What follows belongs to an exercise in optimizing a design on an open flow for small area, a short achievable clock period and few clock cycles per item; a production flow would make more cautious choices.
Only simulation tests tie the RTL to the original design; equivalence was not proved.

$ cat config.mk
export PLATFORM = sky130hd
export DESIGN_NAME = tile_verify
export DESIGN_NICKNAME = tile_verify
export VERILOG_FILES = /design/flow/design.v
export SDC_FILE = /design/flow/constraint.sdc
export NUM_CORES = 4
export LEC_CHECK = 0
export CAP_MARGIN = 20
export CORE_MARGIN = 2
export CORE_UTILIZATION = 40
export SLEW_MARGIN = 20
$ cat constraint.sdc
create_clock -name core_clock -period 50.0 [get_ports {clk}]
set_input_delay 10.0000 -clock core_clock [delete_from_list [all_inputs] [get_ports {clk}]]
set_output_delay 10.0000 -clock core_clock [all_outputs]
set_load 0.01 [all_outputs]
$ cat design.v
module tile_secded_dec (
    input  wire [71:0] cw,
    output reg  [63:0] data,
    output reg         ce,      
    output reg         ue       
);
    reg [71:0] h;         
    reg [6:0]  syn;
    reg        par;
    integer    p, j, i;
    always @* begin
        h = 72'd0;
        j = 0;
        for (p = 1; p < 72; p = p + 1) begin
            if ((p & (p - 1)) == 0) begin
                for (i = 0; i < 7; i = i + 1)
                    if (p == (1 << i)) h[p] = cw[64 + i];
            end else begin
                h[p] = cw[j];
                j = j + 1;
            end
        end
        syn = 7'd0;
        for (p = 1; p < 72; p = p + 1)
            if (h[p]) syn = syn ^ p[6:0];
        par = ^cw;
        ce = par && (syn <= 7'd71);
        ue = (!par && syn != 7'd0) || (par && syn > 7'd71);
        if (par && syn != 7'd0 && syn <= 7'd71)
            h[syn] = ~h[syn];
        j = 0;
        data = 64'd0;
        for (p = 1; p < 72; p = p + 1) begin
            if ((p & (p - 1)) != 0) begin
                data[j] = h[p];
                j = j + 1;
            end
        end
    end
endmodule
module tile_verify (
    input  wire         clk,
    input  wire         rst,           
    input  wire         in_valid,
    output wire         in_ready,
    input  wire [287:0] in_data,       
    input  wire [15:0]  in_tile,       
    input  wire [7:0]   in_owner,      
    input  wire [71:0]  in_side,       
    output reg          res_valid,
    output reg          res_pass,
    output reg  [2:0]   res_cause,     
    output reg  [5:0]   res_ce,        
    output reg          out_valid,
    output reg  [255:0] out_data
);
    localparam [1:0] S_RECV  = 2'd0,
                     S_CHECK = 2'd1,
                     S_SEND  = 2'd2;
    localparam [31:0] CRC32C_POLY = 32'h82F6_3B78;    
    localparam [2:0] C_NONE = 3'd0, C_CRC = 3'd1, C_UNSEALED = 3'd2,
                     C_OWNER = 3'd3, C_ECC = 3'd4;
    function [31:0] crc32c_byte(input [31:0] c_in, input [7:0] b);
        integer   k;
        reg [31:0] c;
        begin
            c = c_in;
            for (k = 0; k < 8; k = k + 1) begin
                if (c[0] ^ b[k]) c = (c >> 1) ^ CRC32C_POLY;
                else             c = c >> 1;
            end
            crc32c_byte = c;
        end
    endfunction
    reg [1:0]    state;
    reg [2:0]    beat;            
    reg [2047:0] buffer;          
    reg [31:0]   crc;             
    reg          data_ue;         
    reg [5:0]    ce_cnt;
    reg [15:0]   tile_q;
    reg [7:0]    owner_q;
    reg          side_sealed;
    reg [7:0]    side_owner;
    reg [31:0]   side_crc;
    assign in_ready = (state == S_RECV);
    wire accept = in_valid && in_ready;
    wire first  = (beat == 3'd0);
    wire [255:0] beat_data;
    wire [3:0]   beat_ce, beat_ue;
    genvar g;
    generate
        for (g = 0; g < 4; g = g + 1) begin : g_dec
            tile_secded_dec u_dec (
                .cw   (in_data[72*g +: 72]),
                .data (beat_data[64*g +: 64]),
                .ce   (beat_ce[g]),
                .ue   (beat_ue[g])
            );
        end
    endgenerate
    wire [63:0] side_word;
    wire        side_ce, side_ue;
    tile_secded_dec u_side (
        .cw   (in_side),
        .data (side_word),
        .ce   (side_ce),
        .ue   (side_ue)
    );
    reg [31:0] crc_start;
    reg [31:0] crc_next;
    integer    n;
    always @* begin
        crc_start = first ? 32'hFFFF_FFFF : crc;
        crc_next  = crc_start;
        for (n = 0; n < 32; n = n + 1)
            crc_next = crc32c_byte(crc_next, beat_data[8*n +: 8]);
    end
    reg [31:0] crc_final;
    always @* begin
        crc_final = crc;
        crc_final = crc32c_byte(crc_final, tile_q[7:0]);
        crc_final = crc32c_byte(crc_final, tile_q[15:8]);
        crc_final = crc32c_byte(crc_final, owner_q);
        crc_final = ~crc_final;
    end
    reg [2:0] cause;
    always @* begin
        if (data_ue)                  cause = C_ECC;
        else if (!side_sealed)        cause = C_UNSEALED;
        else if (side_owner != owner_q) cause = C_OWNER;
        else if (crc_final != side_crc) cause = C_CRC;
        else                          cause = C_NONE;
    end
    wire [2:0] beat_ce_cnt = {2'b00, beat_ce[0]} + {2'b00, beat_ce[1]}
                           + {2'b00, beat_ce[2]} + {2'b00, beat_ce[3]};
    always @(posedge clk) begin
        if (rst) begin
            state     <= S_RECV;
            beat      <= 3'd0;
            res_valid <= 1'b0;
            out_valid <= 1'b0;
        end else begin
            res_valid <= 1'b0;
            out_valid <= 1'b0;
            case (state)
                S_RECV: begin
                    if (accept) begin
                        buffer[256*beat +: 256] <= beat_data;
                        crc  <= crc_next;
                        beat <= beat + 3'd1;
                        if (first) begin
                            tile_q  <= in_tile;
                            owner_q <= in_owner;
                            data_ue <= |beat_ue;
                            ce_cnt  <= {3'b000, beat_ce_cnt} + {5'd0, side_ce};
                            side_sealed <= side_ue ? 1'b0  : side_word[40];
                            side_owner  <= side_ue ? 8'h00 : side_word[39:32];
                            side_crc    <= side_ue ? 32'd0 : side_word[31:0];
                        end else begin
                            data_ue <= data_ue | (|beat_ue);
                            ce_cnt  <= ce_cnt + {3'b000, beat_ce_cnt};
                        end
                        if (beat == 3'd7)
                            state <= S_CHECK;
                    end
                end
                S_CHECK: begin
                    res_valid <= 1'b1;
                    res_pass  <= (cause == C_NONE);
                    res_cause <= cause;
                    res_ce    <= ce_cnt;
                    if (cause == C_NONE)
                        state <= S_SEND;
                    else
                        state <= S_RECV;
                end
                S_SEND: begin
                    out_valid <= 1'b1;
                    out_data  <= buffer[256*beat +: 256];
                    beat      <= beat + 3'd1;
                    if (beat == 3'd7)
                        state <= S_RECV;
                end
                default: state <= S_RECV;
            endcase
        end
    end
endmodule
$ cat run.sh
#!/bin/bash
# synth_recipe.tcl (not shown) runs the flow's synth.tcl, then flattens the netlist and writes it again
# the make line also repeats each setting of config.mk as NAME=value (left out here)
make -C /OpenROAD-flow-scripts/flow DESIGN_CONFIG=/design/flow/config.mk WORK_HOME=/design/flow/orfs CLKGATE_MAP_FILE= SYNTH_SCRIPT=/design/flow/synth_recipe.tcl finish
==> notes.md <==
-- final cells by class --
type                            instances  share of cell area
Antenna cell                           18           0.0002285
Clock buffer                          352             0.03841
Inverter                               52            0.001041
Tap cell                             5710             0.03624
Timing Repair Buffer                 1146             0.05273
Sequential cell                      2425              0.3691
Clock inverter                        160            0.009051
Multi-Input combinational cell      10010              0.4932
-- flip-flops by register name, summed over array words and instances (netlist names), 6 cells and up --
signal      flops
out_data      256
tile_q         16
ce_cnt          6
crc            32
owner_q         8
side_crc       32
buffer       2048
res_ce          6
side_owner      8
-- kinds of logic after synthesis --
family,after synthesis
adder cells (fa/ha/maj),35
AND/OR/NAND/NOR,2617
buffers and inverters,887
XOR/XNOR,4048
multiplexers,665
AO/OA/AOI/OAI,2648
flip-flops,2425
-- worst paths after layout --
check | start | to
setup / recovery | in_data[8] | crc[20]
hold / removal | ce_cnt[0] | res_ce[0]
setup reg to reg | beat[0] | crc[20]
hold reg to reg | ce_cnt[0] | res_ce[0]
-- synth_stat cells, types with 18 or more instances --
cell type,n
edfxtp_1,2418
nand2_1,2071
xnor2_1,2065
a22o_1,1147
o21ai_0,1051
xnor3_1,940
clkbuf_1,684
xor2_1,636
mux4_2,558
nor2_1,250
xor3_1,130
buf_1,106
xnor2_2,104
a21oi_1,100
mux2i_1,98
a22oi_1,88
xnor3_2,77
o21ai_1,71
inv_1,48
nor3_1,46
xor2_2,45
nand3_1,44
a211oi_1,38
or2_2,34
nor2b_1,30
ha_1,29
buf_2,28
nand2b_1,24
nand4_1,23
xnor2_4,21
or3_1,20
a31oi_1,18
-- what timing repair did --
item                                    in CTS  in global routing
endpoints found under the setup margin       0                 30
buffers inserted                             0                  7
gates resized for setup                      0                 18
-- stage by stage --
step                        util  hold slack (ns)  area, sq um
final                     0.4578           0.4642       197100
after floorplan                -           0.4334       172900
after global routing      0.4578           0.4846       197100
after global placement    0.4354           0.4556       187500
after CTS                 0.4573           0.4747       196900
after detailed placement  0.4355           0.4559       187500
-- layer usage --
layer | up-vias | track usage | part of all wire
met5 | - | 0.001551 | 0.00039
met1 | 60120 | 0.3738 | 0.41
met3 | 985 | 0.05814 | 0.098
li1 | 50540 | - | -
met2 | 6344 | 0.4242 | 0.45
met4 | 24 | 0.1039 | 0.043
-- worst max-delay path: cells and delay by family --
kind                       cells  cell delay (ns)
adders and majority gates      1             0.51
buffers and inverters          5             1.79
and+or+nand+nor                1             0.31
xor gates and xnor gates      74            35.55
AOI/OAI and AO/OA              2             0.61
muxes                          1             0.46
==> results.toml <==
[logic_synthesis]
synth_top_family_by_area = "XOR/XNOR gates"
yosysUniqueCellTypes = 100
synth_nets = 13740
netlist_area_sq_mm = 0.1729
synthCells = 13330
synth-compound-area-share = 0.1070
synth_seq_cells = 2425
syn_avg_cell_area_sq_um = 12.97
ys_seq_area_frac = 0.4209
synth-edff-count = 2418
ys_warn_count = 2
synth.mux.area_fraction = 0.07898
synth_flop_cell = "edfxtp_1"
async_flop_share = 0
synth_top_cell_area_share = 0.4200
synth_top_area_cell = "edfxtp_1"
yosys.area_share.adder = 0.002620
synth-xor-area-share = 0.3097
synth.area.top_cells = "edfxtp_1 (42%), xnor3_1 (12%), xnor2_1 (10%)"
synth_simple_gate_area_frac = 0.06087

[route]
routed_wl_microns = 611700
num_vias = 118000
ant_nets = 0
drc = 0
drtIter0Drc = 14000
dr.pass1.iters = 6
wire_per_inst_microns = 30.78
viasPerCell = 5.937

[critical_path]
critPathRequiredTime_ns = 50.66
critPathMaxStageDelay_ns = 0.87
crit_path_max_fanout = 31
r2r_cells = 78
critPathArrivalTime_ns = 49.35
worstSetupEndpointType = "flip-flop"
rrSetupSlack_ns = 12.33
crit_type = "in2reg"
crit_slowest_cell = "clkdlybuf4s50_1"
cpMostUsedCell = "xnor3_1"
start_kind = "input pin"

[clock_network]
cts_hold_buf = 0
cts_max_path_buffers = 4
numCtsBuffers = 289
cts_root_buffer = "clkbuf_16"
insertion_delay_ns = 0.97
clkTransAtPathRegs_ns = 0.06
clock-sinks = 2425
htreeDepth = 5
tritoncts = "built"

[hold_path]
hold_depth = 0
hold_class = "reg2reg"

[floorplan]
rows = 241
fp.dieH_microns = 661.4
dieArea_sq_mm = 0.4374
ios = 656
core_area_sq_mm = 0.4306
fp.dieW_microns = 661.4
initial_utilization = 0.4014

[placement]
hpwl_microns = 421900
post-place-cells = 19340
place_ws_ns = 0.02735
gp_congestion = 0.9779
port_buffers = 655

[global_route]
grt_pass1_wl_microns = 871400
track_usage = 0.2727
antenna_found_initial = 33
grt_start_max_net_pins = 176
grt_pass1_vias = 116200
grt.overflow.total = 0

[final_layout]
multi_input_area_sq_mm = 0.09723
mostFrequentLayoutCells = "edfxtp_1 (2418), nand2_1 (2067), xnor2_1 (2054)"
stdcell_count = 19880
nNetsFinal = 14350
layout_commonest_cell = "edfxtp_1"
area_growth_pct = 14.04
layout-drive-gt1-share = 0.1349
seq_area_sq_mm = 0.07276
fill_cells = 38660

[timing]
fin_tns_setup_ns = 0
tightest_slew_ns = 1.351
maxSlewViolCount = 0
fin_crit_sh = 0.9739
rsz0062_at_grt = "no"
clock_skew_ns = 0.06711
relSlewSlack = 0.09927
setup_viol = 0
finalHoldViolCount = 0
fmax_mhz = 20.54
period_needed_ns = 48.70
worst_slack_ns = 1.303

[run]
max-cap-violations = 0

[status]
status = "complete, no violations"
Testbench counts, summed over its fixed seeds: cycles 8,024, tiles 512.

==> separate check: timing with driven ports <==
How much do the figures lean on ideal ports? The routed layout below was timed once more, with nothing changed but the port constraints.
Step 1 assumes that a clkbuf_16 drives the clock port and a buf_2 every other input.
Step 2 moves the port delays by t, midway between the first and last clock arrival at a register: inputs arrive t later, outputs are due t later. That takes back most of the time a late clock gives input paths.
Three values: no drivers, after step 1, after step 2; two values: the first two.
shift t [ns]: 1.050
setup slack, ns: 1.303 / 1.393 / 0.343
hold WS [ns]: 0.464 / 0.464 / 0.464
clock arrival spread, ns: 0.074 / 0.074
worst register clock-pin slew, ns: 0.07 / 0.07
After both steps this run still meets setup and hold. For this run, drivers alone change the setup slack by +0.090 ns; drivers and shift together by -0.960 ns.
